What follows belongs to an exercise in optimizing a design on an open flow for small area, a short achievable clock period and few clock cycles per item; a production flow would make more cautious choices.
RTL that was checked went through simulation tests only; none was proved equivalent to the original.
For runs 2 to 6, only the layout was checked, not whether the RTL still works.

$ cat design/flow/flow/run.sh
#!/bin/bash
# Layout flow: the standard flow (standard.sh), with synthesis run by
# flow/synth_custom.tcl, which maps logic with an area-recovering ABC script,
# and the port buffers made of buf_1 cells.
set -euo pipefail
cd "$(dirname "$0")/.."
W=$PWD
bash standard.sh SYNTH_SCRIPT=$W/flow/synth_custom.tcl \
  "BUFFER_PORTS_ARGS=-buffer_cell sky130_fd_sc_hd__buf_1" \
  finish > $W/flow_orfs.log 2>&1
$ cat design/flow/flow/abc_custom.script
strash
&get -n
&st
&dch
&nf -R 20 -p
&put
topo
stime -c
buffer -c
upsize -c
dnsize -c
$ cat design/flow/flow/synth_custom.tcl
# The standard flow's synthesis (synth_recipe.tcl) with one change: ABC maps with an
# area-recovering script instead of ORFS's abc_speed.script.
set ::custom_abc_script [file join [file dirname [file normalize [info script]]] abc_custom.script]
proc synth {args} { yosys synth -nofsm -noshare {*}$args }
proc abc {args} {
  set i [lsearch -exact $args -script]
  if { $i >= 0 } {
    set args [lreplace $args [expr {$i + 1}] [expr {$i + 1}] $::custom_abc_script]
  }
  yosys abc {*}$args
}
source $::env(SCRIPTS_DIR)/synth.tcl
# left out here: clear keep_hierarchy, flatten, clean up, hide names made inside functions, write 1_2_yosys.v
$ cat design/flow/standard.sh
#!/bin/bash
# synth_recipe.tcl (not shown) runs the flow's synth.tcl, then flattens the netlist and writes it again
# the make line also repeats each setting of config.mk as NAME=value (left out here)
make -C /OpenROAD-flow-scripts/flow DESIGN_CONFIG=/design/flow/config.mk WORK_HOME=/design/flow/orfs CLKGATE_MAP_FILE= SYNTH_SCRIPT=/design/flow/synth_recipe.tcl "${@:-finish}"
$ cat design/flow/config.mk
export PLATFORM = sky130hd
export DESIGN_NAME = cmac_tag
export DESIGN_NICKNAME = cmac_tag
export VERILOG_FILES = /design/flow/design.v
export SDC_FILE = /design/flow/constraint.sdc
export NUM_CORES = 8
export LEC_CHECK = 0
export CAP_MARGIN = 20
export CORE_MARGIN = 2
export CORE_UTILIZATION = 50
export CTS_CLUSTER_DIAMETER = 70
export CTS_CLUSTER_SIZE = 24
export GPL_ROUTABILITY_DRIVEN = 0
export PLACE_DENSITY = 0.6
export SETUP_SLACK_MARGIN = 4.3
export SLEW_MARGIN = 20
$ cat design/flow/constraint.sdc
create_clock -name core_clock -period 10.0 [get_ports {clk}]
set_input_delay 2.0000 -clock core_clock [delete_from_list [all_inputs] [get_ports {clk}]]
set_output_delay 2.0000 -clock core_clock [all_outputs]
set_load 0.01 [all_outputs]
$ cat design/flow/design.v
module cmac_sbox (
    input  wire [7:0] a,
    output wire [7:0] y
);
    wire U0, U1, U2, U3, U4, U5, U6, U7;
    assign U0 = a[7];
    assign U1 = a[6];
    assign U2 = a[5];
    assign U3 = a[4];
    assign U4 = a[3];
    assign U5 = a[2];
    assign U6 = a[1];
    assign U7 = a[0];
    wire T1, T2, T3, T4, T5, T6, T7, T8, T9, T10, T11, T12, T13, T14, T15, T16, T17, T18, T19, T20, T21, T22, T23, T24, T25, T26, T27, M1, M2, M3, M4, M5, M6, M7, M8, M9, M10, M11, M12, M13, M14, M15, M16, M17, M18, M19, M20, M21, M22, M23, M24, M25, M26, M27, M28, M29, M30, M31, M32, M33, M34, M35, M36, M37, M38, M39, M40, M41, M42, M43, M44, M45, M46, M47, M48, M49, M50, M51, M52, M53, M54, M55, M56, M57, M58, M59, M60, M61, M62, M63, L0, L1, L2, L3, L4, L5, L6, L7, L8, L9, L10, L11, L12, L13, L14, L15, L16, L17, L18, L19, L20, L21, L22, L23, L24, L25, L26, L27, L28, L29, S0, S1, S2, S3, S4, S5, S6, S7;
    assign T1 = U0 ^ U3;
    assign T2 = U0 ^ U5;
    assign T3 = U0 ^ U6;
    assign T4 = U3 ^ U5;
    assign T5 = U4 ^ U6;
    assign T6 = T1 ^ T5;
    assign T7 = U1 ^ U2;
    assign T8 = U7 ^ T6;
    assign T9 = U7 ^ T7;
    assign T10 = T6 ^ T7;
    assign T11 = U1 ^ U5;
    assign T12 = U2 ^ U5;
    assign T13 = T3 ^ T4;
    assign T14 = T6 ^ T11;
    assign T15 = T5 ^ T11;
    assign T16 = T5 ^ T12;
    assign T17 = T9 ^ T16;
    assign T18 = U3 ^ U7;
    assign T19 = T7 ^ T18;
    assign T20 = T1 ^ T19;
    assign T21 = U6 ^ U7;
    assign T22 = T7 ^ T21;
    assign T23 = T2 ^ T22;
    assign T24 = T2 ^ T10;
    assign T25 = T20 ^ T17;
    assign T26 = T3 ^ T16;
    assign T27 = T1 ^ T12;
    assign M1 = T13 & T6;
    assign M2 = T23 & T8;
    assign M3 = T14 ^ M1;
    assign M4 = T19 & U7;
    assign M5 = M4 ^ M1;
    assign M6 = T3 & T16;
    assign M7 = T22 & T9;
    assign M8 = T26 ^ M6;
    assign M9 = T20 & T17;
    assign M10 = M9 ^ M6;
    assign M11 = T1 & T15;
    assign M12 = T4 & T27;
    assign M13 = M12 ^ M11;
    assign M14 = T2 & T10;
    assign M15 = M14 ^ M11;
    assign M16 = M3 ^ M2;
    assign M17 = M5 ^ T24;
    assign M18 = M8 ^ M7;
    assign M19 = M10 ^ M15;
    assign M20 = M16 ^ M13;
    assign M21 = M17 ^ M15;
    assign M22 = M18 ^ M13;
    assign M23 = M19 ^ T25;
    assign M24 = M22 ^ M23;
    assign M25 = M22 & M20;
    assign M26 = M21 ^ M25;
    assign M27 = M20 ^ M21;
    assign M28 = M23 ^ M25;
    assign M29 = M28 & M27;
    assign M30 = M26 & M24;
    assign M31 = M20 & M23;
    assign M32 = M27 & M31;
    assign M33 = M27 ^ M25;
    assign M34 = M21 & M22;
    assign M35 = M24 & M34;
    assign M36 = M24 ^ M25;
    assign M37 = M21 ^ M29;
    assign M38 = M32 ^ M33;
    assign M39 = M23 ^ M30;
    assign M40 = M35 ^ M36;
    assign M41 = M38 ^ M40;
    assign M42 = M37 ^ M39;
    assign M43 = M37 ^ M38;
    assign M44 = M39 ^ M40;
    assign M45 = M42 ^ M41;
    assign M46 = M44 & T6;
    assign M47 = M40 & T8;
    assign M48 = M39 & U7;
    assign M49 = M43 & T16;
    assign M50 = M38 & T9;
    assign M51 = M37 & T17;
    assign M52 = M42 & T15;
    assign M53 = M45 & T27;
    assign M54 = M41 & T10;
    assign M55 = M44 & T13;
    assign M56 = M40 & T23;
    assign M57 = M39 & T19;
    assign M58 = M43 & T3;
    assign M59 = M38 & T22;
    assign M60 = M37 & T20;
    assign M61 = M42 & T1;
    assign M62 = M45 & T4;
    assign M63 = M41 & T2;
    assign L0 = M61 ^ M62;
    assign L1 = M50 ^ M56;
    assign L2 = M46 ^ M48;
    assign L3 = M47 ^ M55;
    assign L4 = M54 ^ M58;
    assign L5 = M49 ^ M61;
    assign L6 = M62 ^ L5;
    assign L7 = M46 ^ L3;
    assign L8 = M51 ^ M59;
    assign L9 = M52 ^ M53;
    assign L10 = M53 ^ L4;
    assign L11 = M60 ^ L2;
    assign L12 = M48 ^ M51;
    assign L13 = M50 ^ L0;
    assign L14 = M52 ^ M61;
    assign L15 = M55 ^ L1;
    assign L16 = M56 ^ L0;
    assign L17 = M57 ^ L1;
    assign L18 = M58 ^ L8;
    assign L19 = M63 ^ L4;
    assign L20 = L0 ^ L1;
    assign L21 = L1 ^ L7;
    assign L22 = L3 ^ L12;
    assign L23 = L18 ^ L2;
    assign L24 = L15 ^ L9;
    assign L25 = L6 ^ L10;
    assign L26 = L7 ^ L9;
    assign L27 = L8 ^ L10;
    assign L28 = L11 ^ L14;
    assign L29 = L11 ^ L17;
    assign S0 = L6 ^ L24;
    assign S1 = ~(L16 ^ L26);
    assign S2 = ~(L19 ^ L28);
    assign S3 = L6 ^ L21;
    assign S4 = L20 ^ L22;
    assign S5 = L25 ^ L29;
    assign S6 = ~(L13 ^ L27);
    assign S7 = ~(L6 ^ L23);
    assign y = {S0, S1, S2, S3, S4, S5, S6, S7};
endmodule
module cmac_tag (
    input  wire         clk,
    input  wire         rst,           
    input  wire         in_valid,
    output wire         in_ready,
    input  wire         in_first,      
    input  wire         in_last,       
    input  wire [4:0]   in_nbytes,     
    input  wire [127:0] in_data,
    input  wire [127:0] key,
    output reg          tag_valid,
    output reg  [63:0]  tag
);
    localparam [2:0] S_IDLE = 3'd0,    
                     S_LCMP = 3'd1,    
                     S_LRDY = 3'd2,    
                     S_RUN  = 3'd3,    
                     S_WAIT = 3'd4;    
    reg [2:0]   state;
    reg [3:0]   rnd;                   
    reg         rlast;                 
    reg         mid;                   
    reg [127:0] s;                     
    reg [127:0] rk;                    
    reg [127:0] kq;                    
    reg [127:0] l;                     
    reg         lv;                    
    reg         kn;                    
    reg         blk_last;              
    reg         offer_q;               
    reg         hit_q;                 
    wire st_idle = (state == S_IDLE);
    wire st_lcmp = (state == S_LCMP);
    wire st_lrdy = (state == S_LRDY);
    wire st_run  = (state == S_RUN);
    wire st_wait = (state == S_WAIT);
    assign in_ready = (st_idle && offer_q && hit_q) ||
                      (st_lcmp && rlast && !blk_last) ||
                      st_lrdy || st_wait ||
                      (st_run && rlast && (!blk_last || (offer_q && hit_q)));
    wire take   = in_valid && in_ready;
    wire kq_load = (st_idle || (st_run && blk_last)) && offer_q && !hit_q && !kn;
    wire lstart  = (st_idle || (st_run && rlast && blk_last)) && offer_q && kn && in_valid;
    wire [127:0] sb;                   
    genvar g;
    generate
        for (g = 0; g < 16; g = g + 1) begin : g_sub
            cmac_sbox u_sbox (.a(s[8*g +: 8]), .y(sb[8*g +: 8]));
        end
    endgenerate
    wire [127:0] sr;                   
    generate
        for (g = 0; g < 16; g = g + 1) begin : g_shift
            localparam integer R   = g % 4;
            localparam integer COL = g / 4;
            localparam integer SRC = R + 4 * ((COL + R) % 4);
            assign sr[127 - 8*g -: 8] = sb[127 - 8*SRC -: 8];
        end
    endgenerate
    wire [127:0] mk, lk;
    generate
        for (g = 0; g < 4; g = g + 1) begin : g_mix
            wire [7:0] a0 = sr[127 - 32*g      -: 8];
            wire [7:0] a1 = sr[127 - 32*g - 8  -: 8];
            wire [7:0] a2 = sr[127 - 32*g - 16 -: 8];
            wire [7:0] a3 = sr[127 - 32*g - 24 -: 8];
            wire [7:0] k0 = rk[127 - 32*g      -: 8];
            wire [7:0] k1 = rk[127 - 32*g - 8  -: 8];
            wire [7:0] k2 = rk[127 - 32*g - 16 -: 8];
            wire [7:0] k3 = rk[127 - 32*g - 24 -: 8];
            wire [7:0] e0 = a0 ^ a1;
            wire [7:0] e1 = a1 ^ a2;
            wire [7:0] e2 = a2 ^ a3;
            wire [7:0] e3 = a3 ^ a0;
            wire [7:0] x0 = {e0[6:0], 1'b0} ^ (e0[7] ? 8'h1b : 8'h00);
            wire [7:0] x1 = {e1[6:0], 1'b0} ^ (e1[7] ? 8'h1b : 8'h00);
            wire [7:0] x2 = {e2[6:0], 1'b0} ^ (e2[7] ? 8'h1b : 8'h00);
            wire [7:0] x3 = {e3[6:0], 1'b0} ^ (e3[7] ? 8'h1b : 8'h00);
            assign mk[127 - 32*g      -: 8] = (e1 ^ (a3 ^ k0)) ^ x0;
            assign mk[127 - 32*g - 8  -: 8] = (e2 ^ (a0 ^ k1)) ^ x1;
            assign mk[127 - 32*g - 16 -: 8] = (e3 ^ (a1 ^ k2)) ^ x2;
            assign mk[127 - 32*g - 24 -: 8] = (e0 ^ (a2 ^ k3)) ^ x3;
            assign lk[127 - 32*g -: 32] = {a0 ^ k0, a1 ^ k1, a2 ^ k2, a3 ^ k3};
        end
    endgenerate
    wire [127:0] src = mid ? rk : kq;
    wire r1 = (rnd == 4'd1), r2 = (rnd == 4'd2), r3 = (rnd == 4'd3),
         r4 = (rnd == 4'd4), r5 = (rnd == 4'd5), r6 = (rnd == 4'd6),
         r7 = (rnd == 4'd7), r8 = (rnd == 4'd8), r9 = (rnd == 4'd9);
    wire [7:0] rcon = {mid & r7,
                       mid & r6,
                       mid & (r5 | r9),
                       mid & (r4 | r8 | r9),
                       mid & (r3 | r8),
                       mid & (r2 | r9),
                       mid & (r1 | r8 | r9),
                       !mid | r8};
    wire [31:0] w3  = src[31:0];
    wire [31:0] rot = {w3[23:0], w3[31:24]};
    wire [31:0] subw;
    generate
        for (g = 0; g < 4; g = g + 1) begin : g_ksub
            cmac_sbox u_ksbox (.a(rot[8*g +: 8]), .y(subw[8*g +: 8]));
        end
    endgenerate
    wire [31:0]  p0   = src[127:96] ^ {rcon, 24'd0};
    wire [31:0]  p1   = src[95:64]  ^ p0;
    wire [31:0]  p2   = src[63:32]  ^ p1;
    wire [31:0]  p3   = src[31:0]   ^ p2;
    wire [127:0] rk_next   = {p0, p1, p2, p3} ^ {4{subw}};
    wire [127:0] k1 = {l[126:0], 1'b0} ^ (l[127] ? 128'h87 : 128'h0);
    wire [127:0] k2 = {k1[126:0], 1'b0} ^ (k1[127] ? 128'h87 : 128'h0);
    wire        full = in_nbytes[4];
    reg  [15:0] dec;                   
    reg  [15:0] lt;                    
    integer j;
    always @(*) begin
        for (j = 0; j < 16; j = j + 1) begin
            dec[j] = (in_nbytes[3:0] == j);
            lt[j]  = (in_nbytes[3:0] >  j);
        end
    end
    wire [15:0] keep = lt | {16{full}};    
    reg [127:0] padded;
    integer i;
    always @(*) begin
        for (i = 0; i < 16; i = i + 1)
            padded[127 - 8*i -: 8] = (!in_last || keep[i]) ? in_data[127 - 8*i -: 8] :
                                     {dec[i] && !full, 7'd0};
    end
    wire [127:0] m_blk   = padded ^ (!in_last ? 128'd0 : full ? k1 : k2);
    wire sel_r  = (st_lcmp || st_run) && !(rlast && (st_lcmp || blk_last));
    wire sel_m  = sel_r && !rlast;     
    wire sel_l  = sel_r && rlast;      
    wire y_key  = take || lstart || !(sel_r || st_wait);
    wire [127:0] y = (take ? m_blk : 128'd0) ^ (y_key ? kq : 128'd0);
    wire busy = st_lcmp || st_run;
    always @(posedge clk) begin
        s <= (({128{sel_m}} & mk) | ({128{sel_l}} & lk)) ^
             (({128{st_wait}} & s) ^ y);
        tag <= lk[127:64];
        rk <= rk_next;
        if (kq_load)
            kq <= key;
        if (st_lcmp && rlast)
            l <= lk;
    end
    always @(posedge clk) begin
        if (rst) begin
            state     <= S_IDLE;
            tag_valid <= 1'b0;
            lv        <= 1'b0;
            kn        <= 1'b0;
            offer_q   <= 1'b0;
            hit_q     <= 1'b0;
            rnd       <= 4'd1;
            rlast     <= 1'b0;
            mid       <= 1'b0;
            blk_last  <= 1'b0;
        end else begin
            tag_valid <= 1'b0;
            offer_q   <= in_valid && !take;
            hit_q     <= lv && (key == kq) && !kq_load;
            if (kq_load) begin
                kn <= 1'b1;
                lv <= 1'b0;
            end
            if (take || lstart) begin
                rnd   <= 4'd1;
                rlast <= 1'b0;
                mid   <= 1'b1;
            end else begin
                rnd   <= rnd + 4'd1;
                rlast <= (rnd == 4'd9);
                mid   <= mid && (rnd != 4'd9);
            end
            if (take || lstart)
                blk_last <= in_last;
            case (state)
                S_IDLE: begin
                    if (take)
                        state <= S_RUN;
                    else if (lstart)
                        state <= S_LCMP;
                end
                S_LCMP: begin
                    if (rlast) begin
                        lv    <= 1'b1;
                        kn    <= 1'b0;
                        state <= take ? S_RUN : S_LRDY;
                    end
                end
                S_LRDY: begin
                    if (take)
                        state <= S_RUN;
                end
                S_RUN: begin
                    if (rlast) begin
                        if (blk_last) begin
                            tag_valid <= 1'b1;
                            if (lstart)
                                state <= S_LCMP;
                            else if (!take) begin
                                state <= S_IDLE;
                            end
                        end else if (!take) begin
                            state <= S_WAIT;
                        end
                    end
                end
                S_WAIT: begin
                    if (take)
                        state <= S_RUN;
                end
                default: state <= S_IDLE;
            endcase
        end
    end
endmodule
==> impl_results.md, run 1 <==
- Result of the run: timing/DRC/antenna clean
- Routed len/inst: 26.32 um
- Proportion of netlist area held by the largest area contributor: 0.3426
- FILL cells: 9473
- Class of the worst hold path: reg2reg
- Fmax achieved: 0.1757 GHz
- Post-route ant nets: 0
- Layout overhead on the synthesized area: 17.61%
- Tightest Pin Transition: 1.221 ns
- Avg Inst Size Synth: 9.200 um^2
- Number of H-tree levels: 2
- Top cell types by occurrence after synthesis: xnor2_1, xor2_1, nand2_1
- First-pass GRT wire length: 285100 um
- Initial antenna violation count: 9
- Setup crit start kind: flip-flop
- Async set or reset register ratio after synthesis: 0
- Count of flip-flops with a built-in enable after synthesis: 256
- CTS tree: yes
- Data arrival, critical path: 6.27 ns
- Library cell occupying the most area in the post-synthesis netlist: xnor2_1
- Die outline height: 333.1 um
- Number of synthesized register bits: 591
- Area of the mapped netlist: 54170 um^2
- Initial Utilization: 0.5053
- Cell variety after synth: 74
- Area of the placeable core: 107200 um^2
- Number of global-route vias before repair: 41258
- Portion of the post-synthesis area used by sequential elements: 0.2657
- Shortest clock period the worst path allows after layout: 5.692 ns
- Post-synthesis net count: 6198
- Standard-cell rows: 120
- Critical Setup Path Class: reg2reg
- Final period util: 0.5692
- Headroom to the max-slew limit: 0.1785
- Total negative slack for setup checks: 0 ns
- Gate count after technology mapping: 5888
- CTS Buf Count: 53
- Endpoint type of the worst setup path: flip-flop
- Standard cell area after detailed placement: 56780 um^2
- Maximum number of pins on one net before global-route repair: 130
- Total Wirelength: 203600 um
- Top_reg_cell synth: dfxtp_1
- Number of max-cap violations: 0
- Cell area after layout: 63710 um^2
- CP Max Fanout: 25
- Library cell with the highest instance count after synthesis: xnor2_1
- Cell types occupying the most area after synthesis: xnor2_1, edfxtp_1, dfxtp_1
- Number of nets at the end of the flow: 6591
- Chip Width: 333.1 um
- I/O pins: 332
- Drt initial violations: 4673
- Yosys warns: 1
- Max-slew violation count: 0
- Fraction of final layout cells sized beyond drive strength 1: 0.1317
- Worst Reg-to-Reg Cells: 21
- Total track usage: 0.3521
- Final hold violation count: 0
- Hpwl dp: 162900 um
- Remaining design rule violation count: 0
- Maximum count of clock buffers along a single path: 3
- Die area: 111000 um^2
- CTS clk-pin slew, worst paths: 0.08 ns
- Pre-antenna DRT Iters: 6
- Hold Path Depth: 1
- Number of clock sinks: 591
- Required time reported for the critical path endpoint: 10.57 ns
- RSZ-0062 raised after global routing: yes
- Quantity of hold-fixing buffers added after cts: 0
- Library cell used as clock root buffer: clkbuf_16
- Total gr overflow: 0
- Final worst clock skew: 0.04476 ns
- Worst skew pair latency: 0.70 ns
- Average via count per standard cell: 5.670
- Final setup vio count: 0
- Number of I/O port buffers: 330
- Detailed-route via count: 43854
flip-flops by register name, summed over array words and instances, names as in the netlist:
register   cells
rlast          1
tag           64
s            128
l            128
state          3
rnd            4
blk_last       1
kn             1
tag_valid      1
kq           128
rk           128
mid            1
offer_q        1
hit_q          1
lv             1
stage by stage:
step           hold WS [ns]  utilization  std cells  setup slack (ns)
2_1_floorplan        0.4155            -       5888             4.772
3_3_place_gp         0.4346       0.5296       7475             3.283
3_5_place_dp         0.4472       0.5297       7476             3.173
4_1_cts              0.4682       0.5636       7597             4.191
5_1_grt              0.4891       0.5942       7729             4.103
6_report             0.4731       0.5943       7734             4.308
path summary, 6_finish.rpt:
check	from	end	slack, ns
hold / removal	rnd[0]	rnd[0]	0.47
setup / recovery	mid	rk[18]	4.31
hold reg to reg	rnd[0]	rnd[0]	0.47
setup reg to reg	mid	rk[18]	4.31
critical path, stage by stage (launching register included):
cell and delay (ns):
dfxtp_4 0.37, buf_12 0.18, buf_8 0.29, mux2i_4 0.34
xnor2_1 0.32, xnor2_2 0.21, xor2_1 0.22, ha_1 0.22
xnor2_1 0.25, xnor2_2 0.18, xor2_1 0.27, o21ai_1 0.16
xnor2_2 0.32, xnor2_2 0.19, xnor2_1 0.18, and2b_1 0.25
xnor2_4 0.13, xnor2_2 0.27, xnor3_2 0.56, xnor2_4 0.32
xnor2_2 0.17, xnor2_1 0.15
cells in the final DEF (no fill, tap or decap), types with 86 or more instances in the layout:
| cell | n |
|---|---|
| xnor2_1 | 1867 |
| xor2_1 | 615 |
| nand2_1 | 612 |
| nor2_1 | 398 |
| buf_1 | 330 |
| dfxtp_1 | 302 |
| xnor2_2 | 278 |
| edfxtp_1 | 256 |
| a22oi_1 | 247 |
| buf_4 | 184 |
| inv_1 | 110 |
| mux2i_1 | 92 |
| a21oi_1 | 86 |
per-layer routing:
| metal | vias to the layer above | global-route usage | wire length (um) |
|---|---|---|---|
| met3 | 431 | 0.06733 | 20990 |
| met2 | 2200 | 0.5335 | 87980 |
| li1 | 19947 | - | - |
| met4 | 2 | 0.1764 | 12310 |
| met5 | - | 0 | 12 |
| met1 | 21274 | 0.4784 | 82290 |
layout make-up:
type | count | area (um^2) | share of cell area
Antenna cell | 6 | 15.01 | 0.0002357
Multi-Input combinational cell | 4998 | 42230 | 0.6629
Timing Repair Buffer | 526 | 2828 | 0.04439
Inverter | 111 | 421.7 | 0.006619
Clock inverter | 44 | 661.9 | 0.01039
Sequential cell | 591 | 14440 | 0.2267
Clock buffer | 55 | 1355 | 0.02127
Tap cell | 1403 | 1755 | 0.02755
timing repair:
action / in CTS / in global routing
pin swaps: 10 / 63
endpoints found under the setup margin: 241 / 208
gates resized for setup: 185 / 305
hold endpoints to repair: 0 / 0
buffers inserted: 22 / 130
cells by family after synthesis:
family / count (synthesis) / synth area share
xor+xnor: 2938 / 0.4987
simple gates: 1285 / 0.1016
compound gates: 605 / 0.07692
flops: 591 / 0.2657
buf+inv: 299 / 0.02211
mux: 126 / 0.02478
fa+ha+maj: 44 / 0.01016
Testbench counts, summed over its fixed seeds: cycles 16,804, messages 480.
==> run 2, diff against run 1 <==
--- a/design/flow/design.v
+++ b/design/flow/design.v
@@ -166,2 +166,3 @@
     reg         mid;                   
+    reg         mid_k;                 
     reg [127:0] s;                     
@@ -241,3 +242,3 @@
                        !mid | r8};
-    wire [31:0] w3  = src[31:0];
+    wire [31:0] w3  = mid_k ? rk[31:0] : kq[31:0];
     wire [31:0] rot = {w3[23:0], w3[31:24]};
@@ -302,2 +303,3 @@
             mid       <= 1'b0;
+            mid_k     <= 1'b0;
             blk_last  <= 1'b0;
@@ -315,2 +317,3 @@
                 mid   <= 1'b1;
+                mid_k <= 1'b1;
             end else begin
@@ -319,2 +322,3 @@
                 mid   <= mid && (rnd != 4'd9);
+                mid_k <= mid_k && (rnd != 4'd9);
             end
==> design/flow/flow/abc_custom.script (replaced) <==
strash
&get -n
&st
&dch
&nf -p
&put
topo
stime -c
buffer -c
upsize -c
dnsize -c
==> impl_results.md, run 2 <==
- Tightest Pin Transition: 1.330 ns
- Total gr overflow: 0
- Library cell with the highest instance count after synthesis: xnor2_1
- Result of the run: timing/DRC/antenna clean
- Met1 Track Usage GR: 0.4745
- Yosys warns: 1
- Total negative slack for setup checks: 0 ns
- Shortest clock period the worst path allows after layout: 5.626 ns
- Worst R2R Start: s[125]
- Delay of the slowest critical-path stage: 0.67 ns
- Area of the mapped netlist: 57890 um^2
- Most common cell after layout, fill and taps aside: xnor2_1
- Gate count after technology mapping: 6117
- R2R Setup Slk: 4.37 ns
- Number of clock sinks: 592
- Final period util: 0.5626
- Portion of the post-synthesis area used by sequential elements: 0.2490
- Proportion of netlist area held by the largest area contributor: 0.2837
- CP Max Fanout: 5
- Class of the worst hold path: reg2reg
- Average via count per standard cell: 5.914
- Worst skew pair latency: 0.71 ns
- Number of I/O port buffers: 330
- Library cell used as clock root buffer: clkbuf_16
- Final worst clock skew: 0.05511 ns
- Required time reported for the critical path endpoint: 10.56 ns
- Top_reg_cell synth: dfxtp_1
- Cell variety after synth: 98
- Quantity of hold-fixing buffers added after cts: 0
- CTS Buf Count: 48
- Data arrival, critical path: 6.19 ns
- Count of flip-flops with a built-in enable after synthesis: 256
- Standard-cell rows: 124
- Number of global-route vias before repair: 43481
- Avg Inst Size Synth: 9.464 um^2
- Commonest cells after routing, fill and taps aside: xnor2_1, nand2_1, xor2_1
- Initial Utilization: 0.5049
- Pre-antenna DRT Iters: 6
- Library cell occupying the most area in the post-synthesis netlist: xnor2_1
- Hold slack final: 0.4643 ns
- Fmax achieved: 0.1777 GHz
- Hpwl dp: 174300 um
- RSZ-0062 raised after global routing: yes
- Total track usage: 0.3487
- Detailed-route via count: 47160
- I/O pins: 332
- Setup crit start kind: flip-flop
- Most frequent cell on the critical path: xnor2_1
- Post-synthesis net count: 6427
- Remaining design rule violation count: 0
- Crit-path cells: xnor3_1, xnor2_1, ha_1, xnor2_1, xnor2_2, xor2_1, a21o_1, a211oi_1, xnor2_1, xnor2_1, xnor2_1, xnor2_1, xnor2_1, xnor2_1, xnor2_1, a22oi_1, xnor2_1
- Headroom to the max-slew limit: 0.1132
- Top cell types by occurrence after synthesis: xnor2_1, xor2_1, nand2_1
- FILL cells: 10179
- Cell types occupying the most area after synthesis: xnor2_1, edfxtp_1, dfxtp_1
- Critical Path Sink: s[101]
- Post-route ant nets: 0
- Fraction of met2 tracks used by global routing: 0.5283
- Fraction of final layout cells sized beyond drive strength 1: 0.1308
- First-pass GRT wire length: 299200 um
- CTS tree: yes
- Worst reg2reg path endpoint: s[101]
- Routed len/inst: 27.00 um
- Critical Setup Path Class: reg2reg
- GR Layer Usage met3: 0.07209
- Die area: 118500 um^2
- Maximum number of pins on one net before global-route repair: 130
- Chip Width: 344.3 um
- Layout overhead on the synthesized area: 14.55%
- Drt initial violations: 5675
- Endpoint type of the worst setup path: flip-flop
- Worst Reg-to-Reg Cells: 17
- Maximum count of clock buffers along a single path: 3
- Critical Path Source: s[125]
- Cell type of the slowest stage on the worst timing path: xnor2_1
- Number of max-cap violations: 0
- Die outline height: 344.3 um
- Total Wirelength: 215300 um
- Max-slew violation count: 0
- Async set or reset register ratio after synthesis: 0
- CTS clk-pin slew, worst paths: 0.09 ns
- Number of nets at the end of the flow: 6722
- Final hold violation count: 0
- Number of synthesized register bits: 592
- Area of the placeable core: 114700 um^2
- Number of H-tree levels: 2
- Global routing's busiest layer: met2
- Final setup vio count: 0
- Initial antenna violation count: 16
-- run 2: cell families after synthesis --
group	synth area share
compound gates	0.1113
xor+xnor	0.4760
fa+ha+maj	0.009510
buf+inv	0.02548
flops	0.2490
mux	0.02795
simple gates	0.1008
-- run 2: worst max-delay path, delay by kind of cell (launching register included) --
kind                     cells  cell delay [ns]
adder cells (fa/ha/maj)      1             0.30
AO/OA/AOI/OAI                3             0.84
XOR/XNOR                    13             3.90
flip-flops                   1             0.47
-- run 2: through the flow --
step / setup WS, ns / instance area, um^2 / utilization / instances
global placement: 3.408 / 60380 / 0.5266 / 7778
global route: 4.207 / 66300 / 0.5783 / 7970
finish: 4.374 / 66310 / 0.5784 / 7974
detailed placement: 3.280 / 60380 / 0.5266 / 7778
CTS: 4.173 / 63550 / 0.5543 / 7888
floorplan: 4.817 / 57890 / - / 6117
-- run 2: layout make-up --
cell class              count  area [um^2]  area share
multi-input cells        5187        45270      0.6826
flip-flops and latches    592        14500      0.2187
repair buffers            462         2342     0.03532
well taps                1512         1892     0.02853
clock buffers              57         1320     0.01991
clock inverters            33        506.7    0.007642
inverters                 121        459.2    0.006925
diodes                     10        25.02   0.0003774
-- run 2: layer usage --
layer  vias to the layer above  share of wire
li1                      21277              -
met2                      2463           0.43
met3                       431           0.11
met5                         -         0.0010
met1                     22979           0.40
met4                        10          0.058
-- run 2: repair_timing --
item                                    CTS  global route
cloned                                    0             2
pin swaps                                12            56
gates resized for setup                 180           326
setup buffers                            20            74
endpoints found under the setup margin  207           192
-- run 2: worst min path at each step --
stage,startpoint,endpoint,slack [ns],cells after the start
floorplan,rnd[0],rnd[0],0.42,1
global placement,rnd[0],rnd[0],0.44,1
detailed placement,rnd[0],rnd[0],0.44,1
CTS,rnd[0],rnd[0],0.46,1
global route,rnd[0],rnd[0],0.51,1
finish,rnd[0],rnd[0],0.46,1
==> run 3, diff against run 2 <==
==> design/flow/flow/abc_custom.script (replaced) <==
strash
&get -n
&st
&dch
&nf -R 20 -p
&put
topo
stime -c
buffer -c
upsize -c
dnsize -c
==> impl_results.md, run 3 <==
- Most common cell after layout, fill and taps aside: xnor2_1
- Pre-antenna DRT Iters: 6
- Result of the run: timing/DRC/antenna clean
- Shortest clock period the worst path allows after layout: 5.652 ns
- Chip Width: 334.0 um
- Quantity of hold-fixing buffers added after cts: 0
- Post-synthesis net count: 6216
- Area of the placeable core: 108400 um^2
- Headroom to the max-slew limit: 0.2700
- Total Wirelength: 198800 um
- Register area: 14460 um^2
- First-pass GRT wire length: 280300 um
- Hpwl dp: 160200 um
- Post-synthesis simple-gate area fraction: 0.1013
- Tightest Pin Transition: 1.091 ns
- Library cell with the highest instance count after synthesis: xnor2_1
- Number of nets at the end of the flow: 6553
- Detailed-route via count: 43429
- Post-synthesis xor/xnor area fraction: 0.4944
- Layout overhead on the synthesized area: 17.21%
- Number of H-tree levels: 2
- Remaining design rule violation count: 0
- Fraction of final layout cells sized beyond drive strength 1: 0.1288
- Die outline height: 334.0 um
- Endpoint type of the worst setup path: flip-flop
- Number of max-cap violations: 0
- CP Max Fanout: 6
- Top cell types by occurrence after synthesis: xnor2_1, xor2_1, nand2_1
- Initial Utilization: 0.5022
- Critical Setup Path Class: reg2reg
- Cell variety after synth: 76
- Initial antenna violation count: 23
- CTS clk-pin slew, worst paths: 0.09 ns
- Multi-input logic area: 42570 um^2
- Post-synthesis adder-cell area fraction: 0.01011
- CTS tree: yes
- Setup crit start kind: flip-flop
- Share of cell area taken by muxes after synthesis: 0.03075
- Data arrival, critical path: 6.23 ns
- Number of cells after detailed placement: 7489
- Required time reported for the critical path endpoint: 10.57 ns
- Area of the mapped netlist: 54440 um^2
- Average via count per standard cell: 5.634
- Die area: 111500 um^2
- RSZ-0062 raised after global routing: yes
- Number of I/O port buffers: 330
- Class of the worst hold path: reg2reg
- Post-route ant nets: 0
- Routed len/inst: 25.79 um
- Final hold violation count: 0
- Non-filler cells, final: 7708
- Count of flip-flops with a built-in enable after synthesis: 256
- Cell types occupying the most area after synthesis: xnor2_1, edfxtp_1, dfxtp_1
- Total gr overflow: 0
- Cell area after layout: 63800 um^2
- Max-slew violation count: 0
- Gate count after technology mapping: 5906
- FILL cells: 9569
- Total track usage: 0.3436
- I/O pins: 332
- Final setup vio count: 0
- Avg Inst Size Synth: 9.217 um^2
- Final period util: 0.5652
- Drt initial violations: 5279
- Worst skew pair latency: 0.69 ns
- Maximum count of clock buffers along a single path: 3
- Standard-cell rows: 121
- Commonest cells after routing, fill and taps aside: xnor2_1, nand2_1, xor2_1
- Fmax achieved: 0.1769 GHz
- Final worst clock skew: 0.03729 ns
- Share of the synthesized area in compound gates (AO/OA/AOI/OAI): 0.07525
- Number of synthesized register bits: 592
- Library cell occupying the most area in the post-synthesis netlist: xnor2_1
- Number of global-route vias before repair: 41419
- Total negative slack for setup checks: 0 ns
- Yosys warns: 1
- Proportion of netlist area held by the largest area contributor: 0.3470
- Portion of the post-synthesis area used by sequential elements: 0.2648
- Library cell used as clock root buffer: clkbuf_16
- Maximum number of pins on one net before global-route repair: 75
- CTS Buf Count: 53
- Top_reg_cell synth: dfxtp_1
- Async set or reset register ratio after synthesis: 0
- Standard cell area after detailed placement: 56960 um^2
- Number of clock sinks: 592
- Main combinational cell family by area after synthesis: XOR/XNOR gates
-- run 3: cell types whose count changed after synthesis, sizes merged, moves of 28 or more --
cell | previous run | this run
o211a | 28 | 0
xnor3 | 141 | 30
nor2 | 306 | 414
buf | 80 | 40
a211oi | 87 | 4
xnor2 | 1977 | 2240
nor3 | 57 | 12
o21ai | 136 | 76
nand3 | 85 | 13
o211ai | 67 | 1
nand2b | 36 | 98
nor2b | 41 | 70
a211o | 38 | 0
-- run 3: area by class of cell --
cell class	count	share of cell area
Multi-Input combinational cell	4998	0.6672
Clock inverter	37	0.009374
Inverter	119	0.007079
Timing Repair Buffer	479	0.03891
Antenna cell	6	0.0002353
Clock buffer	63	0.02287
Sequential cell	592	0.2267
Tap cell	1414	0.02773
-- run 3: repair_timing --
item                       4_1_cts  5_1_grt
gates cloned                     0        0
setup buffers                   18       95
setup endpoints to repair      242      199
gates resized for setup        226      279
pin swaps                       11       67
-- run 3: logic make-up after synthesis --
group / Yosys count
AOI/OAI and AO/OA: 589
xor gates and xnor gates: 2927
adders and majority gates: 44
buffers and inverters: 316
DFF: 592
muxes: 160
and+or+nand+nor: 1278
-- run 3: worst max-delay path: stages (launching register included) --
cell	delay [ns]
edfxtp_1	0.62
mux2i_4	0.19
xnor2_2	0.38
xor2_2	0.26
xnor2_1	0.21
ha_1	0.29
xnor2_1	0.19
xnor2_1	0.14
xnor2_2	0.32
xor2_1	0.25
mux2i_2	0.23
buf_4	0.17
xnor2_2	0.14
xnor2_1	0.12
and2b_4	0.20
xnor2_4	0.31
xor2_4	0.28
xnor2_1	0.23
xnor2_2	0.17
xnor2_2	0.43
xnor2_1	0.24
xnor2_1	0.17
-- run 3: routing by layer --
metal / up-vias / GRT usage / share of wire
li1: 19861 / - / -
met1: 20927 / 0.4638 / 0.40
met2: 2160 / 0.5195 / 0.43
met3: 455 / 0.06970 / 0.10
met4: 26 / 0.1760 / 0.060
met5: - / 0 / 0.00090
-- run 3: worst paths after layout --
path / from / end / slack [ns] / cells after the start
setup / recovery: kq[9] / rk[23] / 4.35 / 21
hold / removal: rnd[0] / rnd[0] / 0.45 / 1
setup reg to reg: kq[9] / rk[23] / 4.35 / 21
hold reg to reg: rnd[0] / rnd[0] / 0.45 / 1
-- run 3: stage by stage --
step	hold WS (ns)	utilization	setup WS, ns
floorplan	0.4155	-	4.911
global placement	0.4374	0.5253	3.090
detailed placement	0.4415	0.5255	3.026
CTS	0.4599	0.5623	4.284
global route	0.4683	0.5886	4.165
finish	0.4541	0.5886	4.348
==> run 4, diff against run 3 <==
--- a/design/flow/design.v
+++ b/design/flow/design.v
@@ -168,3 +168,5 @@
     reg [127:0] s;                     
-    reg [127:0] rk;                    
+    reg [127:0] kp;
+    reg [31:0]  ksw;
+    wire [127:0] rk = kp ^ {4{ksw}};
     reg [127:0] kq;                    
@@ -254,3 +256,2 @@
     wire [31:0]  p3   = src[31:0]   ^ p2;
-    wire [127:0] rk_next   = {p0, p1, p2, p3} ^ {4{subw}};
     wire [127:0] k1 = {l[126:0], 1'b0} ^ (l[127] ? 128'h87 : 128'h0);
@@ -286,3 +287,4 @@
         tag <= lk[127:64];
-        rk <= rk_next;
+        kp  <= {p0, p1, p2, p3};
+        ksw <= subw;
         if (kq_load)
==> impl_results.md, run 4 <==
- Result of the run: timing/DRC/antenna clean
- Final period util: 0.5565
- Detailed-route via count: 44608
- Setup crit start kind: flip-flop
- Number of global-route vias before repair: 42000
- Top cell types by occurrence after synthesis: xnor2_1, nand2_1, xor2_1
- Cell types occupying the most area after synthesis: xnor2_1, edfxtp_1, dfxtp_1
- Area of the placeable core: 111000 um^2
- Critical Path Sink: s[28]
- Die area: 114800 um^2
- Fraction of final layout cells sized beyond drive strength 1: 0.1278
- Worst skew pair latency: 0.72 ns
- Layout overhead on the synthesized area: 16.13%
- CTS tree: yes
- Most common cell after layout, fill and taps aside: xnor2_1
- Chip Width: 338.9 um
- Pre-antenna DRT Iters: 5
- Total negative slack for setup checks: 0 ns
- CTS Buf Count: 50
- Commonest cells after routing, fill and taps aside: xnor2_1, nand2_1, xor2_1
- Worst R2R Start: s[72]
- Standard-cell rows: 122
- Crit-path cells: xnor3_2, xor3_1, nor2_1, xnor3_1, xor2_2, nor2b_2, xor2_1, o21ai_2, xor2_2, xnor2_1, nor2_2, xor2_4, xnor2_4, buf_4, xnor2_4, xnor2_2, xnor2_1, xnor2_1, a22oi_1, xnor2_1
- Final hold violation count: 0
- Standard cell area after detailed placement: 58800 um^2
- Data arrival, critical path: 6.14 ns
- Most frequent cell on the critical path: xnor2_1
- Top_reg_cell synth: dfxtp_1
- Area of the mapped netlist: 56060 um^2
- Avg Inst Size Synth: 9.094 um^2
- Yosys warns: 1
- Hpwl dp: 165100 um
- RSZ-0062 raised after global routing: yes
- Library cell used as clock root buffer: clkbuf_16
- Proportion of netlist area held by the largest area contributor: 0.3314
- First-pass GRT wire length: 289000 um
- R2R Setup Slk: 4.43 ns
- Average via count per standard cell: 5.530
- Library cell occupying the most area in the post-synthesis netlist: xnor2_1
- Endpoint type of the worst setup path: flip-flop
- Library cell with the highest instance count after synthesis: xnor2_1
- Total track usage: 0.3447
- Delay of the slowest critical-path stage: 0.50 ns
- Class of the worst hold path: reg2reg
- Final setup vio count: 0
- Total gr overflow: 0
- Maximum number of pins on one net before global-route repair: 167
- Number of I/O port buffers: 330
- Number of nets at the end of the flow: 6834
- Die outline height: 338.9 um
- Fmax achieved: 0.1797 GHz
- CTS clk-pin slew, worst paths: 0.09 ns
- Number of max-cap violations: 0
- Required time reported for the critical path endpoint: 10.58 ns
- Number of clock sinks: 624
- Final worst clock skew: 0.04764 ns
- Cell type of the slowest stage on the worst timing path: xnor3_2
- Headroom to the max-slew limit: 0.2168
- Remaining design rule violation count: 0
- Shortest clock period the worst path allows after layout: 5.565 ns
- Cell variety after synth: 71
- Number of H-tree levels: 2
- Tightest Pin Transition: 1.164 ns
- Maximum count of clock buffers along a single path: 3
- Routed len/inst: 25.58 um
- Post-synthesis net count: 6475
- CP Max Fanout: 5
- Cell area after layout: 65110 um^2
- Gate count after technology mapping: 6165
- Post-route ant nets: 0
- Critical Path Source: s[72]
- I/O pins: 332
- Async set or reset register ratio after synthesis: 0
- Worst Reg-to-Reg Cells: 20
- Quantity of hold-fixing buffers added after cts: 0
- Critical Setup Path Class: reg2reg
- Total Wirelength: 206300 um
- Count of flip-flops with a built-in enable after synthesis: 256
- Portion of the post-synthesis area used by sequential elements: 0.2685
- Max-slew violation count: 0
- Number of synthesized register bits: 624
- Worst reg2reg path endpoint: s[28]
- Drt initial violations: 4781
- Initial antenna violation count: 19
- Initial Utilization: 0.5052
==> run 4: layout make-up <==
| cell class | instances | area (um^2) |
|---|---|---|
| diodes | 13 | 32.53 |
| clock buffers | 53 | 1284 |
| clock inverters | 41 | 576.8 |
| fillers | 9912 | 45870 |
| inverters | 134 | 508.0 |
| multi-input cells | 5193 | 42780 |
| flip-flops and latches | 624 | 15140 |
| well taps | 1488 | 1862 |
| repair buffers | 521 | 2930 |
==> run 4: cells by family after synthesis <==
kind of cell | count (synthesis) | synth area share
adders and majority gates | 44 | 0.009820
DFF | 624 | 0.2685
xor gates and xnor gates | 2992 | 0.5044
buffers and inverters | 348 | 0.02370
and+or+nand+nor | 1452 | 0.1119
AOI/OAI and AO/OA | 698 | 0.08026
muxes | 7 | 0.001339
==> run 4: what timing repair did <==
action                                  CTS  global route
pin swaps                                17            92
gates resized for setup                 161           286
buffers inserted                         19           121
endpoints found under the setup margin  149           158
cloned                                    0             0
==> run 4: how the worst min path moves through the flow <==
stage               startpoint  depth (start not counted)     end
floorplan               rnd[0]                          1  rnd[0]
global placement        rnd[0]                          1  rnd[0]
detailed placement      rnd[0]                          1  rnd[0]
CTS                     rnd[0]                          1  rnd[0]
global route            rnd[0]                          1  rnd[0]
finish                  rnd[0]                          1  rnd[0]
==> run 4: worst max-delay path: cells and delay by family (launching register included) <==
| kind | cells | cell delay (ns) |
|---|---|---|
| AND/OR/NAND/NOR | 3 | 0.50 |
| XOR/XNOR | 14 | 3.86 |
| buffers and inverters | 1 | 0.20 |
| flip-flops | 1 | 0.38 |
| AO/OA/AOI/OAI | 2 | 0.46 |
==> run 4: layer usage <==
metal	up-vias	global-route usage	part of all wire
met1	21455	0.4517	0.39
met2	2135	0.5348	0.44
met3	412	0.06729	0.10
li1	20604	-	-
met5	-	0	0.000063
met4	2	0.1864	0.065
==> run 4: per-stage QoR <==
step	hold slack, ns	setup WS (ns)	util	cells
2_1_floorplan	0.4155	4.857	-	6165
3_3_place_gp	0.4377	3.625	0.5299	7819
3_5_place_dp	0.4429	3.599	0.5299	7819
4_1_cts	0.4667	4.164	0.5591	7932
5_1_grt	0.5184	4.210	0.5866	8064
6_report	0.4620	4.435	0.5867	8067
==> run 5, diff against run 4 <==
--- a/design/flow/config.mk
+++ b/design/flow/config.mk
@@ -14,3 +14,3 @@
 export PLACE_DENSITY = 0.6
-export SETUP_SLACK_MARGIN = 4.3
+export SETUP_SLACK_MARGIN = 4.6
 export SLEW_MARGIN = 20
==> impl_results.md, run 5 <==
- Standard cell area after detailed placement: 58800 um^2
- Post-synthesis xor/xnor area fraction: 0.5044
- Die outline height: 338.9 um
- R2R Setup Slk: 4.56 ns
- Worst reg2reg path endpoint: s[0]
- Number of I/O port buffers: 330
- Top cell types by occurrence after synthesis: xnor2_1, nand2_1, xor2_1
- Number of synthesized register bits: 624
- Most common cell after layout, fill and taps aside: xnor2_1
- Gate count after technology mapping: 6165
- Number of clock sinks: 624
- CP Max Fanout: 5
- CTS Buf Count: 50
- Post-synthesis adder-cell area fraction: 0.009820
- Worst Reg-to-Reg Cells: 18
- Data arrival, critical path: 5.99 ns
- Number of global-route vias before repair: 42858
- Post-route ant nets: 0
- Top_reg_cell synth: dfxtp_1
- Yosys warns: 1
- Quantity of hold-fixing buffers added after cts: 0
- Final core occ: 0.6290
- FILL cells: 9243
- Final worst clock skew: 0.04654 ns
- Hold Path Depth: 1
- Avg Inst Size Synth: 9.094 um^2
- Portion of the post-synthesis area used by sequential elements: 0.2685
- Worst skew pair latency: 0.71 ns
- Shortest clock period the worst path allows after layout: 5.442 ns
- Total track usage: 0.3490
- Tightest Pin Transition: 1.230 ns
- Post-synthesis simple-gate area fraction: 0.1119
- Number of nets at the end of the flow: 7060
- Commonest cells after routing, fill and taps aside: xnor2_1, nand2_1, xor2_1
- Critical Setup Path Class: reg2reg
- CTS tree: yes
- Class of the worst hold path: reg2reg
- Non-filler cells, final: 8294
- Standard-cell rows: 122
- Number of cells after detailed placement: 7819
- Initial Utilization: 0.5052
- Average via count per standard cell: 5.583
- First-pass GRT wire length: 292900 um
- Endpoint type of the worst setup path: flip-flop
- Final period util: 0.5442
- CTS clk-pin slew, worst paths: 0.09 ns
- Remaining design rule violation count: 0
- Share of cell area taken by muxes after synthesis: 0.001339
- Drt initial violations: 4995
- Library cell occupying the most area in the post-synthesis netlist: xnor2_1
- Startpoint of the most critical hold path: rnd[0]
- Hpwl dp: 165100 um
- Async set or reset register ratio after synthesis: 0
- Headroom to the max-slew limit: 0.1725
- Initial antenna violation count: 19
- Cell types occupying the most area after synthesis: xnor2_1, edfxtp_1, dfxtp_1
- Sink of the worst hold path: rnd[0]
- Multi-input logic area: 45360 um^2
- Final setup vio count: 0
- Required time reported for the critical path endpoint: 10.55 ns
- RSZ-0062 raised after global routing: yes
- Layout overhead on the synthesized area: 24.51%
- Total gr overflow: 0
- Worst R2R Start: s[37]
- Cell variety after synth: 71
- Library cell used as clock root buffer: clkbuf_16
- Main combinational cell family by area after synthesis: XOR/XNOR gates
- Die area: 114800 um^2
- Setup crit start kind: flip-flop
- Post-synthesis net count: 6475
- Area of the mapped netlist: 56060 um^2
- Total Wirelength: 213000 um
- Final hold violation count: 0
- Fraction of final layout cells sized beyond drive strength 1: 0.2055
- Max-slew violation count: 0
- Library cell with the highest instance count after synthesis: xnor2_1
- Count of flip-flops with a built-in enable after synthesis: 256
- Detailed-route via count: 46308
- I/O pins: 332
- Number of H-tree levels: 2
- Pre-antenna DRT Iters: 6
- Maximum count of clock buffers along a single path: 3
- Total negative slack for setup checks: 0 ns
- Fmax achieved: 0.1838 GHz
- Area of the placeable core: 111000 um^2
- Cell area after layout: 69800 um^2
- Routed len/inst: 25.68 um
- Result of the run: timing/DRC/antenna clean
- Proportion of netlist area held by the largest area contributor: 0.3314
- Maximum number of pins on one net before global-route repair: 167
- Share of the synthesized area in compound gates (AO/OA/AOI/OAI): 0.08026
- Register area: 15260 um^2
- Chip Width: 338.9 um
- Number of max-cap violations: 0
-- run 5: cell count changes in the layout (fill, tap and decap cells not counted), moves of 20 or more --
| cell | before | now |
|---|---|---|
| buf_4 | 168 | 362 |
| dfxtp_1 | 306 | 246 |
| dfxtp_2 | 60 | 100 |
| dfxtp_4 | 2 | 22 |
| o21ai_0 | 178 | 158 |
| xnor2_1 | 1896 | 1741 |
| xnor2_2 | 258 | 369 |
| xnor2_4 | 74 | 118 |
| xor2_1 | 626 | 560 |
| xor2_2 | 60 | 109 |
-- run 5: logic make-up (layout without fill, tap and decap cells) --
family | after synthesis | in the layout
and+or+nand+nor | 1452 | 1452
adders and majority gates | 44 | 44
DFF | 624 | 624
AOI/OAI and AO/OA | 698 | 698
other | 0 | 14
muxes | 7 | 7
xor gates and xnor gates | 2992 | 2992
buffers and inverters | 348 | 975
-- run 5: how the worst max path moves through the flow --
| stage | start | to | slack [ns] | depth (start not counted) |
|---|---|---|---|---|
| 6_report | s[37] | s[0] | 4.56 | 18 |
| 5_1_grt | s[79] | s[18] | 4.37 | 22 |
| 4_1_cts | ksw[7] | ksw[10] | 4.59 | 19 |
| 3_5_place_dp | s[113] | s[4] | 3.60 | 20 |
| 3_3_place_gp | s[113] | s[4] | 3.63 | 20 |
| 2_1_floorplan | s[106] | s[43] | 4.86 | 22 |
-- run 5: stage by stage --
step,setup slack (ns),hold slack (ns)
6_report,4.558,0.4660
4_1_cts,4.593,0.4667
3_3_place_gp,3.625,0.4377
5_1_grt,4.375,0.5184
2_1_floorplan,4.857,0.4155
3_5_place_dp,3.599,0.4429
-- run 5: layout make-up --
class | instances | share of cell area
diodes | 14 | 0.0005019
flip-flops and latches | 624 | 0.2186
clock inverters | 41 | 0.008263
clock buffers | 53 | 0.01839
multi-input cells | 5193 | 0.6499
inverters | 134 | 0.007278
repair buffers | 747 | 0.07037
well taps | 1488 | 0.02667
-- run 5: critical path, cell delays in order, from the launching register on --
cell	delay, ns
dfxtp_4	0.41
xnor3_2	0.55
xor3_1	0.43
nor2_2	0.13
xnor3_1	0.34
xor2_2	0.27
nor2b_2	0.10
xor2_1	0.16
o21ai_2	0.26
xor2_2	0.30
xnor2_2	0.13
nor2_2	0.18
xor2_4	0.30
xnor2_4	0.15
buf_4	0.18
xnor2_4	0.31
xor2_1	0.62
a22oi_2	0.30
xnor2_1	0.21
-- run 5: per-layer routing --
metal  share of wire  track usage
met4           0.075       0.1985
met3            0.10      0.07004
met2            0.44       0.5400
met1            0.38       0.4541
met5         0.00013            0
-- run 5: timing repair --
item | in CTS | in global routing
hold endpoints to repair | 0 | 0
resized for setup | 370 | 536
pin swaps | 85 | 274
setup buffers | 108 | 258
endpoints found under the setup margin | 199 | 157
==> run 6, diff against run 5 <==
--- a/design/flow/design.v
+++ b/design/flow/design.v
@@ -168,5 +168,3 @@
     reg [127:0] s;                     
-    reg [127:0] kp;
-    reg [31:0]  ksw;
-    wire [127:0] rk = kp ^ {4{ksw}};
+    reg [127:0] rk;                    
     reg [127:0] kq;                    
@@ -256,2 +254,3 @@
     wire [31:0]  p3   = src[31:0]   ^ p2;
+    wire [127:0] rk_next   = {p0, p1, p2, p3} ^ {4{subw}};
     wire [127:0] k1 = {l[126:0], 1'b0} ^ (l[127] ? 128'h87 : 128'h0);
@@ -287,4 +286,3 @@
         tag <= lk[127:64];
-        kp  <= {p0, p1, p2, p3};
-        ksw <= subw;
+        rk <= rk_next;
         if (kq_load)
--- a/design/flow/config.mk
+++ b/design/flow/config.mk
@@ -9,3 +9,3 @@
 export CORE_MARGIN = 2
-export CORE_UTILIZATION = 50
+export CORE_UTILIZATION = 40
 export CTS_CLUSTER_DIAMETER = 70
@@ -13,4 +13,4 @@
 export GPL_ROUTABILITY_DRIVEN = 0
-export PLACE_DENSITY = 0.6
-export SETUP_SLACK_MARGIN = 4.6
+export PLACE_DENSITY = 0.5
+export SETUP_SLACK_MARGIN = 4.3
 export SLEW_MARGIN = 20
==> impl_results.md, run 6 <==
- Final worst clock skew: 0.04866 ns
- CTS clk-pin slew, worst paths: 0.09 ns
- Top cell types by occurrence after synthesis: xnor2_1, xor2_1, nand2_1
- Standard-cell rows: 135
- Drt initial violations: 4142
- Average via count per standard cell: 5.287
- Cell type of the slowest stage on the worst timing path: dfxtp_4
- Area of the placeable core: 135300 um^2
- Tightest Pin Transition: 1.152 ns
- Endpoint type of the worst setup path: flip-flop
- CP Max Fanout: 8
- CTS Buf Count: 60
- Detailed-route via count: 43130
- Layout overhead on the synthesized area: 19.92%
- Most common cell after layout, fill and taps aside: xnor2_1
- Post-synthesis adder-cell area fraction: 0.01011
- Startpoint of the most critical hold path: rnd[0]
- Pre-antenna DRT Iters: 5
- Maximum number of pins on one net before global-route repair: 131
- Proportion of netlist area held by the largest area contributor: 0.3470
- Number of H-tree levels: 2
- Top_reg_cell synth: dfxtp_1
- Initial Utilization: 0.4023
- Delay of the slowest critical-path stage: 0.45 ns
- Share of cell area taken by muxes after synthesis: 0.03075
- Area of the mapped netlist: 54440 um^2
- Post-route ant nets: 0
- Hpwl dp: 173300 um
- Hold Path Depth: 1
- RSZ-0062 raised after global routing: yes
- Worst reg2reg path endpoint: rk[10]
- Max-slew violation count: 0
- Number of max-cap violations: 0
- Sink of the worst hold path: rnd[0]
- Cell variety after synth: 76
- Number of I/O port buffers: 330
- Avg Inst Size Synth: 9.217 um^2
- Count of flip-flops with a built-in enable after synthesis: 256
- Most frequent cell on the critical path: xnor2_2
- I/O pins: 332
- Data arrival, critical path: 6.13 ns
- Gate count after technology mapping: 5906
- Hold slack final: 0.4638 ns
- Routed len/inst: 26.17 um
- Initial antenna violation count: 25
- Final setup vio count: 0
- Number of synthesized register bits: 592
- Cell family contributing the most delay on the critical path: XOR/XNOR gates
- Yosys warns: 1
- Post-synthesis net count: 6216
- Number of nets at the end of the flow: 6628
- Maximum count of clock buffers along a single path: 3
- Remaining design rule violation count: 0
- Total negative slack for setup checks: 0 ns
- Fmax achieved: 0.1808 GHz
- Die area: 139100 um^2
- Critical Setup Path Class: reg2reg
- Commonest cells after routing, fill and taps aside: xnor2_1, nand2_1, xor2_1
- Total track usage: 0.2937
- FILL cells: 12940
- Chip Width: 372.9 um
- Portion of the post-synthesis area used by sequential elements: 0.2648
- CTS tree: yes
- Worst R2R Start: mid_k
- Library cell occupying the most area in the post-synthesis netlist: xnor2_1
- Final hold violation count: 0
- Library cell with the highest instance count after synthesis: xnor2_1
- Final period util: 0.5531
- Shortest clock period the worst path allows after layout: 5.531 ns
- Post-synthesis xor/xnor area fraction: 0.4944
- Die outline height: 372.9 um
- Headroom to the max-slew limit: 0.2320
- First-pass GRT wire length: 295600 um
- Required time reported for the critical path endpoint: 10.60 ns
- Quantity of hold-fixing buffers added after cts: 0
- Total Wirelength: 213500 um
- Result of the run: timing/DRC/antenna clean
- Total gr overflow: 0
- Class of the worst hold path: reg2reg
- Worst Reg-to-Reg Cells: 25
- Fraction of final layout cells sized beyond drive strength 1: 0.1411
- Cell types occupying the most area after synthesis: xnor2_1, edfxtp_1, dfxtp_1
- Share of the synthesized area in compound gates (AO/OA/AOI/OAI): 0.07525
- R2R Setup Slk: 4.47 ns
- Number of clock sinks: 592
- Buffers & Inverters on Critical Path: 4
- Library cell used as clock root buffer: clkbuf_16
- Setup crit start kind: flip-flop
- Worst skew pair latency: 0.74 ns
- Post-synthesis simple-gate area fraction: 0.1013
- Async set or reset register ratio after synthesis: 0
- Main combinational cell family by area after synthesis: XOR/XNOR gates
- Number of global-route vias before repair: 40989
[run 6: cell count changes after synthesis, sizes merged, moves of 11 or more]
cell and change:
nor2b -43, o21ai -138, mux2i +153, nand2 -112, and2 -11, inv -15
xnor2 +12, a21oi -24, xor2 -52, nor2 -22, clkbuf -20, xnor3 -17
o22ai +17, dfxtp -32
[run 6: logic make-up after synthesis]
kind of cell / count (synthesis)
AO/OA/AOI/OAI: 589
AND/OR/NAND/NOR: 1278
buffers and inverters: 316
flip-flops: 592
multiplexers: 160
adder cells (fa/ha/maj): 44
XOR/XNOR: 2927
[run 6: metrics by stage]
stage               cells  worst slack, ns  cell area, um^2    util
finish               8158            4.469            65280  0.4825
global route         8154            4.166            65270  0.4824
CTS                  8016            4.176            62100  0.4590
detailed placement   7862            2.799            57510  0.4250
global placement     7861            2.891            57490  0.4249
floorplan            5906            4.911            54440       -
[run 6: how the worst max path moves through the flow]
stage / endpoint / startpoint / cells past startpoint / slack, ns
after floorplan: s[27] / s[117] / 19 / 4.91
after global placement: rk[24] / mid_k / 20 / 2.89
after detailed placement: rk[24] / mid_k / 20 / 2.80
after CTS: rk[24] / mid_k / 21 / 4.18
after global routing: s[36] / s[61] / 19 / 4.17
final: rk[10] / mid_k / 25 / 4.47
[run 6: per-layer routing]
layer	part of all wire	track usage
met5	0.00066	0
met4	0.038	0.09833
met3	0.081	0.05355
met2	0.45	0.4616
met1	0.43	0.4039
[run 6: worst register-to-register path, stage by stage, from the launching register on]
cell and delay, ns:
dfxtp_4 0.45, buf_4 0.16, mux2i_1 0.40, xnor2_2 0.20, xnor2_2 0.26, buf_4 0.16
xnor2_1 0.13, ha_1 0.27, xnor2_1 0.14, xnor2_1 0.28, xnor2_2 0.19, nor2b_1 0.17
nor2_1 0.16, xor2_2 0.30, xnor2_2 0.17, xnor2_1 0.16, nor2_1 0.09, xnor2_2 0.15
buf_4 0.17, xnor2_2 0.28, xor2_1 0.27, xnor2_2 0.13, xnor2_2 0.14, buf_4 0.16
xnor2_4 0.32, xnor2_1 0.13
[run 6: cell type report]
cell class,count,area (um^2),area share
Antenna cell,7,17.52,0.0002683
Clock buffer,63,1523,0.02333
Clock inverter,51,832.0,0.01275
Inverter,119,451.7,0.006919
Multi-Input combinational cell,4998,42730,0.6546
Sequential cell,592,14460,0.2216
Tap cell,1781,2228,0.03414
Timing Repair Buffer,547,3029,0.04640
[run 6: timing repair]
action	CTS	global route
gates resized for setup	259	271
setup endpoints to repair	232	193
buffers inserted	40	135
pin swaps	23	72
==> run 7, diff against run 6 <==
--- a/design/flow/design.v
+++ b/design/flow/design.v
@@ -166,3 +166,2 @@
     reg         mid;                   
-    reg         mid_k;                 
     reg [127:0] s;                     
@@ -242,3 +241,3 @@
                        !mid | r8};
-    wire [31:0] w3  = mid_k ? rk[31:0] : kq[31:0];
+    wire [31:0] w3  = src[31:0];
     wire [31:0] rot = {w3[23:0], w3[31:24]};
@@ -303,3 +302,2 @@
             mid       <= 1'b0;
-            mid_k     <= 1'b0;
             blk_last  <= 1'b0;
@@ -317,3 +315,2 @@
                 mid   <= 1'b1;
-                mid_k <= 1'b1;
             end else begin
@@ -322,3 +319,2 @@
                 mid   <= mid && (rnd != 4'd9);
-                mid_k <= mid_k && (rnd != 4'd9);
             end
--- a/design/flow/config.mk
+++ b/design/flow/config.mk
@@ -9,3 +9,3 @@
 export CORE_MARGIN = 2
-export CORE_UTILIZATION = 40
+export CORE_UTILIZATION = 60
 export CTS_CLUSTER_DIAMETER = 70
@@ -13,3 +13,3 @@
 export GPL_ROUTABILITY_DRIVEN = 0
-export PLACE_DENSITY = 0.5
+export PLACE_DENSITY = 0.7
 export SETUP_SLACK_MARGIN = 4.3
==> impl_results.md, run 7 <==
- Result of the run: timing/DRC/antenna clean
- Remaining design rule violation count: 0
- CTS clk-pin slew, worst paths: 0.11 ns
- Number of global-route vias before repair: 41712
- R2R Setup Slk: 4.22 ns
- Post-route ant nets: 0
- Critical Setup Path Class: reg2reg
- Number of I/O port buffers: 330
- Standard-cell rows: 110
- Cell type of the slowest stage on the worst timing path: mux2i_1
- Library cell with the highest instance count after synthesis: xnor2_1
- Share of the synthesized area in compound gates (AO/OA/AOI/OAI): 0.07692
- Cell types occupying the most area after synthesis: xnor2_1, edfxtp_1, dfxtp_1
- Endpoint type of the worst setup path: flip-flop
- Share of cell area taken by muxes after synthesis: 0.02478
- Number of cells after detailed placement: 7240
- Post-synthesis simple-gate area fraction: 0.1016
- CP Max Fanout: 16
- CTS tree: yes
- Portion of the post-synthesis area used by sequential elements: 0.2657
- Yosys warns: 1
- Library cell occupying the most area in the post-synthesis netlist: xnor2_1
- Non-filler cells, final: 7453
- Routed len/inst: 25.99 um
- Fraction of final layout cells sized beyond drive strength 1: 0.1208
- Total negative slack for setup checks: 0 ns
- Cell variety after synth: 74
- Total gr overflow: 0
- Tightest Pin Transition: 1.239 ns
- Hold slack final: 0.4665 ns
- Required time reported for the critical path endpoint: 10.58 ns
- Shortest clock period the worst path allows after layout: 5.785 ns
- Commonest cells after routing, fill and taps aside: xnor2_1, nand2_1, xor2_1
- Top cell types by occurrence after synthesis: xnor2_1, xor2_1, nand2_1
- Cell family contributing the most delay on the critical path: XOR/XNOR gates
- Pre-antenna DRT Iters: 8
- Gate count after technology mapping: 5888
- First-pass GRT wire length: 272100 um
- Total track usage: 0.3980
- Final core occ: 0.7013
- Crit-path cells: buf_12, mux2i_1, xnor2_2, xnor2_1, ha_1, xor2_2, xnor2_1, xnor2_1, o21ai_0, a22oi_2, xor2_2, xnor2_1, and2b_1, xnor2_4, buf_4, xnor2_1, xnor2_2, xnor2_2, xnor2_2, xnor2_1
- RSZ-0062 raised after global routing: yes
- Initial Utilization: 0.6036
- Number of nets at the end of the flow: 6536
- Layout overhead on the synthesized area: 16.19%
- Most common cell after layout, fill and taps aside: xnor2_1
- Initial antenna violation count: 15
- Area of the placeable core: 89740 um^2
- Number of H-tree levels: 2
- Die area: 92700 um^2
- Fmax achieved: 0.1729 GHz
- I/O pins: 332
- Maximum count of clock buffers along a single path: 3
- Number of max-cap violations: 0
- Data arrival, critical path: 6.37 ns
- Fraction of met2 tracks used by global routing: 0.5924
- Async set or reset register ratio after synthesis: 0
- Final period util: 0.5785
- Average via count per standard cell: 5.940
- GR Layer Usage met3: 0.09679
- Top_reg_cell synth: dfxtp_1
- Global routing's busiest layer: met2
- Headroom to the max-slew limit: 0.1661
- Avg Inst Size Synth: 9.200 um^2
- Area of the mapped netlist: 54170 um^2
- Proportion of netlist area held by the largest area contributor: 0.3426
- Drt initial violations: 5551
- Post-synthesis net count: 6198
run 7: changes by cell type in the layout (fill, tap and decap cells not counted), sizes merged, moves of 9 or more:
| cell | change |
|---|---|
| nand2 | +23 |
| buf | -75 |
| nand2b | -23 |
| mux2i | -33 |
| nor2 | -10 |
| xnor2 | -29 |
| and2 | +10 |
| o21ai | +17 |
| xor2 | +40 |
| a22oi | -9 |
| inv | -16 |
run 7: final cells by class:
cell class	instances	area, um^2
inverters	111	421.7
clock buffers	54	1266
repair buffers	475	2510
fillers	6946	26800
well taps	1176	1471
clock inverters	36	526.8
diodes	11	27.53
flip-flops and latches	591	14430
multi-input cells	4999	42280
run 7: cells by family (layout without fill, tap and decap cells):
kind of cell / after synthesis / after routing
other: 0 / 11
and+or+nand+nor: 1285 / 1285
muxes: 126 / 126
AOI/OAI and AO/OA: 605 / 605
buffers and inverters: 299 / 676
DFF: 591 / 591
adders and majority gates: 44 / 44
xor gates and xnor gates: 2938 / 2939
run 7: worst reg2reg max path, cell delays in order (launching register included):
cell	delay [ns]
dfxtp_4	0.36
buf_12	0.21
mux2i_1	0.77
xnor2_2	0.23
xnor2_1	0.37
ha_1	0.29
xor2_2	0.25
xnor2_1	0.19
xnor2_1	0.35
o21ai_0	0.18
a22oi_2	0.27
xor2_2	0.25
xnor2_1	0.17
and2b_1	0.24
xnor2_4	0.11
buf_4	0.18
xnor2_1	0.27
xnor2_2	0.18
xnor2_2	0.45
xnor2_2	0.21
xnor2_1	0.17
run 7: final timing paths:
kind,start,to,cells past startpoint
min reg2reg,rnd[0],rnd[0],1
max reg2reg,mid,rk[22],20
min,rnd[0],rnd[0],1
max,mid,rk[22],20
run 7: repair_timing:
action	CTS	global route
gates cloned	1	2
endpoints found under the setup margin	233	195
buffers inserted	14	94
hold endpoints to repair	0	0
gates resized for setup	164	319
pin swaps	6	50
run 7: layer usage:
metal	up-vias	share of wire
met1	21180	0.38
met2	2639	0.43
met4	14	0.081
met3	588	0.12
li1	19849	-
met5	-	0.00045
run 7: stage by stage:
| step | worst slack (ns) |
|---|---|
| 5_1_grt | 4.152 |
| 4_1_cts | 4.196 |
| 3_5_place_dp | 3.065 |
| 2_1_floorplan | 4.772 |
| 3_3_place_gp | 3.174 |
| 6_report | 4.215 |
Testbench counts of run 7, summed over its fixed seeds: cycles 16,804, messages 480.

-- what the ideal ports hide --
The flow's constraints put no driver on any port. The routed layouts listed below were extracted and timed again, unchanged, in two steps.
Step 1 assumes that a clkbuf_16 drives the clock port and a buf_2 every other input.
Step 2 also shifts input and output timing later by t, the mid clock arrival at the registers, as if the neighbouring blocks saw the same clock.
Slacks: ideal ports / drivers / drivers and shift; pairs: ideal ports / drivers.
run | t (ns) | setup slack, ns | clock arrival spread, ns | slew at the worst register clock pin (ns)
run 1 | 0.754 | 4.308 / 4.308 / 4.058 | 0.045 / 0.045 | 0.10 / 0.10
run 2 | 0.744 | 4.374 / 4.374 / 4.358 | 0.055 / 0.055 | 0.11 / 0.11
run 3 | 0.758 | 4.348 / 4.348 / 4.331 | 0.039 / 0.038 | 0.10 / 0.10
run 4 | 0.762 | 4.435 / 4.435 / 4.422 | 0.049 / 0.049 | 0.10 / 0.10
run 5 | 0.766 | 4.558 / 4.558 / 4.379 | 0.047 / 0.047 | 0.10 / 0.10
run 6 | 0.787 | 4.469 / 4.469 / 3.908 | 0.053 / 0.053 | 0.10 / 0.10
run 7 | 0.740 | 4.215 / 4.215 / 4.215 | 0.051 / 0.051 | 0.11 / 0.11
After both steps setup and hold are still met in every run listed. For run 6, which loses most, drivers alone change the setup slack by 0.000 ns; drivers and shift together by -0.561 ns.
